Background: an optimization exercise with open tools, aiming at small area, a short achievable clock period and few clock cycles per item. Do not read the settings as production practice. The RTL was checked by simulation tests, not by an equivalence proof against the original design.

==> trial 80: inputs <==
==> flow/design.v <==
module corr64 (
    input  wire        clk,
    input  wire        rst,           
    input  wire        coef_we,
    input  wire [6:0]  coef_addr,
    input  wire [17:0] coef_data,
    input  wire        in_valid,
    output wire        in_ready,
    input  wire [15:0] in_i,
    input  wire [15:0] in_q,
    input  wire        in_first,      
    input  wire        in_bypass,     
    output reg         out_valid,
    output reg  [17:0] out_i,
    output reg  [17:0] out_q,
    output reg         out_sat,       
    output reg         out_settling,  
    output reg  [31:0] sat_cnt        
);
    reg  signed [17:0] h_i [0:63];
    reg  signed [17:0] h_q [0:63];
    reg  signed [15:0] x_i [0:63];
    reg  signed [15:0] x_q [0:63];
    reg         busy;                 
    reg  [5:0]  k;                    
    reg         job;                  
    reg         fin;                  
    reg  [5:0]  since_ref;            
    reg         cur_bypass;
    reg         cur_settling;
    reg  signed [41:0] acc_i;
    reg  signed [41:0] acc_q;
    assign in_ready = !busy && !fin && !pv;
    wire accept = in_valid && in_ready && !rst;
    integer n;
    always @(posedge clk) begin
        if (busy) begin
            for (n = 0; n < 64; n = n + 1) begin
                h_i[n] <= h_i[(n + 2) % 64];
                h_q[n] <= h_q[(n + 2) % 64];
            end
        end else if (coef_we) begin
            if (coef_addr[0])
                h_q[coef_addr[6:1]] <= coef_data;
            else
                h_i[coef_addr[6:1]] <= coef_data;
        end
    end
    always @(posedge clk) begin
        if (busy) begin
            for (n = 0; n < 64; n = n + 1) begin
                x_i[n] <= x_i[(n + 2) % 64];
                x_q[n] <= x_q[(n + 2) % 64];
            end
        end else if (accept) begin
            x_i[0] <= in_i;
            x_q[0] <= in_q;
            for (n = 1; n < 64; n = n + 1) begin
                x_i[n] <= in_first ? 16'sd0 : x_i[n-1];
                x_q[n] <= in_first ? 16'sd0 : x_q[n-1];
            end
        end
    end
    wire signed [17:0] hk_i = h_i[0];
    wire signed [17:0] hk_q = h_q[0];
    wire signed [15:0] xk_i = x_i[0];
    wire signed [15:0] xk_q = x_q[0];
    wire signed [17:0] hl_i = h_i[1];
    wire signed [17:0] hl_q = h_q[1];
    wire signed [15:0] xl_i = x_i[1];
    wire signed [15:0] xl_q = x_q[1];
    wire signed [33:0] p_ii = hk_i * xk_i;
    wire signed [33:0] p_qq = hk_q * xk_q;
    wire signed [33:0] p_iq = hk_i * xk_q;
    wire signed [33:0] p_qi = hk_q * xk_i;
    wire signed [33:0] r_ii = hl_i * xl_i;
    wire signed [33:0] r_qq = hl_q * xl_q;
    wire signed [33:0] r_iq = hl_i * xl_q;
    wire signed [33:0] r_qi = hl_q * xl_i;
    reg  signed [35:0] pr_i, pr_q;    
    reg                pv;            
    reg                last;          
    always @(posedge clk) begin
        pr_i <= (p_ii - p_qq) + (r_ii - r_qq);
        pr_q <= (p_iq + p_qi) + (r_iq + r_qi);
        pv   <= busy;
        last <= busy && k == 6'd31;
    end
    wire signed [41:0] sum_i = acc_i + pr_i;
    wire signed [41:0] sum_q = acc_q + pr_q;
    function [18:0] round_sat;        
        input signed [41:0] a;
        reg   signed [27:0] q;
        reg                 up;
        begin
            up = a[14] && ((a[13:0] != 14'd0) || a[15]);
            q  = {a[41], a[41:15]} + {27'd0, up};
            if (q > 28'sd131071)
                round_sat = {1'b1, 18'h1FFFF};
            else if (q < -28'sd131072)
                round_sat = {1'b1, 18'h20000};
            else
                round_sat = {1'b0, q[17:0]};
        end
    endfunction
    wire [18:0] r_i = round_sat(acc_i);
    wire [18:0] r_q = round_sat(acc_q);
    always @(posedge clk) begin
        if (pv) begin
            acc_i <= sum_i;
            acc_q <= sum_q;
        end
        if (busy) begin
            k     <= k + 6'd1;
            if (k == 6'd31)
                busy <= 1'b0;
        end else if (accept) begin
            acc_i <= 42'sd0;
            acc_q <= 42'sd0;
            k     <= 6'd0;
            busy  <= !in_bypass;
        end
    end
    always @(posedge clk) begin
        if (rst) begin
            job          <= 1'b0;
            fin          <= 1'b0;
            since_ref    <= 6'd0;
            cur_bypass   <= 1'b0;
            cur_settling <= 1'b0;
            out_valid    <= 1'b0;
            out_i        <= 18'd0;
            out_q        <= 18'd0;
            out_sat      <= 1'b0;
            out_settling <= 1'b0;
            sat_cnt      <= 32'd0;
        end else begin
            out_valid <= 1'b0;
            if (accept) begin
                cur_bypass   <= in_bypass;
                cur_settling <= !in_bypass &&
                                (in_first || since_ref < 6'd62);
                if (in_first)
                    since_ref <= 6'd0;
                else if (since_ref != 6'd63)
                    since_ref <= since_ref + 6'd1;
                job <= !in_bypass;
                fin <= in_bypass;
            end else if (last) begin
                job <= 1'b0;
                fin <= job;
            end else if (fin) begin
                fin          <= 1'b0;
                out_valid    <= 1'b1;
                out_settling <= cur_settling;
                if (cur_bypass) begin
                    out_i   <= {x_i[0][15], x_i[0], 1'b0};
                    out_q   <= {x_q[0][15], x_q[0], 1'b0};
                    out_sat <= 1'b0;
                end else begin
                    out_i   <= r_i[17:0];
                    out_q   <= r_q[17:0];
                    out_sat <= r_i[18] | r_q[18];
                    sat_cnt <= sat_cnt + {31'd0, r_i[18]} + {31'd0, r_q[18]};
                end
            end
        end
    end
endmodule
==> flow/run.sh <==
#!/bin/bash
# synth_recipe.tcl (not shown) runs the flow's synth.tcl, then flattens the netlist and writes it again
# the make line also repeats each setting of config.mk as NAME=value (left out here)
make -C /OpenROAD-flow-scripts/flow DESIGN_CONFIG=/design/flow/config.mk WORK_HOME=/design/flow/orfs CLKGATE_MAP_FILE= SYNTH_SCRIPT=/design/flow/synth_recipe.tcl finish
==> flow/config.mk <==
export PLATFORM = sky130hd
export DESIGN_NAME = corr64
export DESIGN_NICKNAME = corr64
export VERILOG_FILES = /design/flow/design.v
export SDC_FILE = /design/flow/constraint.sdc
export NUM_CORES = 4
export LEC_CHECK = 0
export CAP_MARGIN = 20
export CORE_MARGIN = 2
export CORE_UTILIZATION = 25
export PLACE_DENSITY = 0.4
export SLEW_MARGIN = 20
==> flow/constraint.sdc <==
create_clock -name core_clock -period 10.0 [get_ports {clk}]
set_input_delay 2.0000 -clock core_clock [delete_from_list [all_inputs] [get_ports {clk}]]
set_output_delay 2.0000 -clock core_clock [all_outputs]
set_load 0.01 [all_outputs]
==> build 46: changes against trial 80 <==
==> flow/design.v, changed modules only <==
module corr64 (
    input  wire        clk,
    input  wire        rst,           
    input  wire        coef_we,
    input  wire [6:0]  coef_addr,
    input  wire [17:0] coef_data,
    input  wire        in_valid,
    output wire        in_ready,
    input  wire [15:0] in_i,
    input  wire [15:0] in_q,
    input  wire        in_first,      
    input  wire        in_bypass,     
    output reg         out_valid,
    output reg  [17:0] out_i,
    output reg  [17:0] out_q,
    output reg         out_sat,       
    output reg         out_settling,  
    output reg  [31:0] sat_cnt        
);
    reg  signed [17:0] h_i [0:63];
    reg  signed [17:0] h_q [0:63];
    reg  signed [15:0] x_i [0:63];
    reg  signed [15:0] x_q [0:63];
    reg         busy;                 
    reg  [5:0]  k;                    
    reg         job;                  
    reg         fin;                  
    reg  [5:0]  since_ref;            
    reg         cur_bypass;
    reg         cur_settling;
    reg  signed [41:0] acc_i;
    reg  signed [41:0] acc_q;
    assign in_ready = !busy && !fin;
    wire accept = in_valid && in_ready && !rst;
    integer n;
    always @(posedge clk) begin
        if (busy) begin
            for (n = 0; n < 64; n = n + 1) begin
                h_i[n] <= h_i[(n + 1) % 64];
                h_q[n] <= h_q[(n + 1) % 64];
            end
        end else if (coef_we) begin
            if (coef_addr[0])
                h_q[coef_addr[6:1]] <= coef_data;
            else
                h_i[coef_addr[6:1]] <= coef_data;
        end
    end
    always @(posedge clk) begin
        if (busy) begin
            for (n = 0; n < 64; n = n + 1) begin
                x_i[n] <= x_i[(n + 1) % 64];
                x_q[n] <= x_q[(n + 1) % 64];
            end
        end else if (accept) begin
            x_i[0] <= in_i;
            x_q[0] <= in_q;
            for (n = 1; n < 64; n = n + 1) begin
                x_i[n] <= in_first ? 16'sd0 : x_i[n-1];
                x_q[n] <= in_first ? 16'sd0 : x_q[n-1];
            end
        end
    end
    wire signed [17:0] hk_i = h_i[0];
    wire signed [17:0] hk_q = h_q[0];
    wire signed [15:0] xk_i = x_i[0];
    wire signed [15:0] xk_q = x_q[0];
    wire signed [33:0] p_ii = hk_i * xk_i;
    wire signed [33:0] p_qq = hk_q * xk_q;
    wire signed [33:0] p_iq = hk_i * xk_q;
    wire signed [33:0] p_qi = hk_q * xk_i;
    wire signed [41:0] sum_i = acc_i + p_ii - p_qq;
    wire signed [41:0] sum_q = acc_q + p_iq + p_qi;
    function [18:0] round_sat;        
        input signed [41:0] a;
        reg   signed [27:0] q;
        reg                 up;
        begin
            up = a[14] && ((a[13:0] != 14'd0) || a[15]);
            q  = {a[41], a[41:15]} + {27'd0, up};
            if (q > 28'sd131071)
                round_sat = {1'b1, 18'h1FFFF};
            else if (q < -28'sd131072)
                round_sat = {1'b1, 18'h20000};
            else
                round_sat = {1'b0, q[17:0]};
        end
    endfunction
    wire [18:0] r_i = round_sat(acc_i);
    wire [18:0] r_q = round_sat(acc_q);
    always @(posedge clk) begin
        if (busy) begin
            acc_i <= sum_i;
            acc_q <= sum_q;
            k     <= k + 6'd1;
            if (k == 6'd63)
                busy <= 1'b0;
        end else if (accept) begin
            acc_i <= 42'sd0;
            acc_q <= 42'sd0;
            k     <= 6'd0;
            busy  <= !in_bypass;
        end
    end
    always @(posedge clk) begin
        if (rst) begin
            job          <= 1'b0;
            fin          <= 1'b0;
            since_ref    <= 6'd0;
            cur_bypass   <= 1'b0;
            cur_settling <= 1'b0;
            out_valid    <= 1'b0;
            out_i        <= 18'd0;
            out_q        <= 18'd0;
            out_sat      <= 1'b0;
            out_settling <= 1'b0;
            sat_cnt      <= 32'd0;
        end else begin
            out_valid <= 1'b0;
            if (accept) begin
                cur_bypass   <= in_bypass;
                cur_settling <= !in_bypass &&
                                (in_first || since_ref < 6'd62);
                if (in_first)
                    since_ref <= 6'd0;
                else if (since_ref != 6'd63)
                    since_ref <= since_ref + 6'd1;
                job <= !in_bypass;
                fin <= in_bypass;
            end else if (busy && k == 6'd63) begin
                job <= 1'b0;
                fin <= job;
            end else if (fin) begin
                fin          <= 1'b0;
                out_valid    <= 1'b1;
                out_settling <= cur_settling;
                if (cur_bypass) begin
                    out_i   <= {x_i[0][15], x_i[0], 1'b0};
                    out_q   <= {x_q[0][15], x_q[0], 1'b0};
                    out_sat <= 1'b0;
                end else begin
                    out_i   <= r_i[17:0];
                    out_q   <= r_q[17:0];
                    out_sat <= r_i[18] | r_q[18];
                    sat_cnt <= sat_cnt + {31'd0, r_i[18]} + {31'd0, r_q[18]};
                end
            end
        end
    end
endmodule
CORE_UTILIZATION = 30   (was 25)
PLACE_DENSITY = 0.45   (was 0.4)
==> comparison table <==
                                                                        trial 80      build 46
Fraction of post-synthesis cell area in the top cell type by area          0.462         0.561
Core area                                                          1130000 sq um  789000 sq um
Total number of clock tree sinks                                            4598          4524
Worst hold path startpoint                                             out_i[13]      out_i[0]
Start point of the critical path                                       x_q[0][8]     x_q[0][4]
Startpoint of the most critical register-to-register path              x_q[0][8]     x_q[0][4]
Required time worst endpoint                                            10.98 ns      10.81 ns
Area of the multi-input gates                                       131000 sq um   92200 sq um
Vias in the first global route                                            175252        139701
Share of cell area taken by multi-input logic gates                        0.407         0.345
Overall global routing resource usage                                      0.147         0.148
Routability congestion estimate from global placement                      0.856         0.833
Die width                                                                1.07 mm        894 um
Delay contributed by the slowest stage of the critical path              0.95 ns       1.11 ns
Area of placed instances                                            304000 sq um  251000 sq um
Status                                                  timing/DRC/antenna clean  timing/DRC/antenna clean
FILL cells                                                                114787         76591
Number of combinational gates with multiple inputs                         12074          8800
Layout clock area frac                                                    0.0545        0.0618
EDFF count, synth                                                           4358          4442
Seq/total area                                                             0.421         0.505
Utilization after layout                                                   0.286         0.339
Clk_buf instances                                                            737           667
Post-Route Skew                                                         0.110 ns      0.146 ns
Number of antenna repair diodes                                               25            19
Testbench counts of trial 80, summed over its fixed seeds: cycles 71,680, items 2,048.
Testbench counts of build 46, summed over its fixed seeds: cycles 135,168, items 2,048.

-- afterwards: timing with drivers on the ports --
The flow's constraints put no driver on any port. The routed layouts listed below were extracted and timed again, unchanged, in two steps.
Step 1: set_driving_cell puts a clkbuf_16 on clk and a buf_2 on each other input, an assumption about the parent block.
Step 2 also shifts input and output timing later by t, the mid clock arrival at the registers, as if the neighbouring blocks saw the same clock.
Three values: no drivers, after step 1, after step 2; two values: the first two.
| run | t, ns | setup WS [ns] | cell pins on the clock port's net |
|---|---|---|---|
| trial 80 | 1.201 | 0.299 / 0.299 / 0.299 | 1 |
| build 46 | 1.162 | 0.930 / 0.930 / 0.930 | 1 |
After both steps every run listed still meets setup and hold.
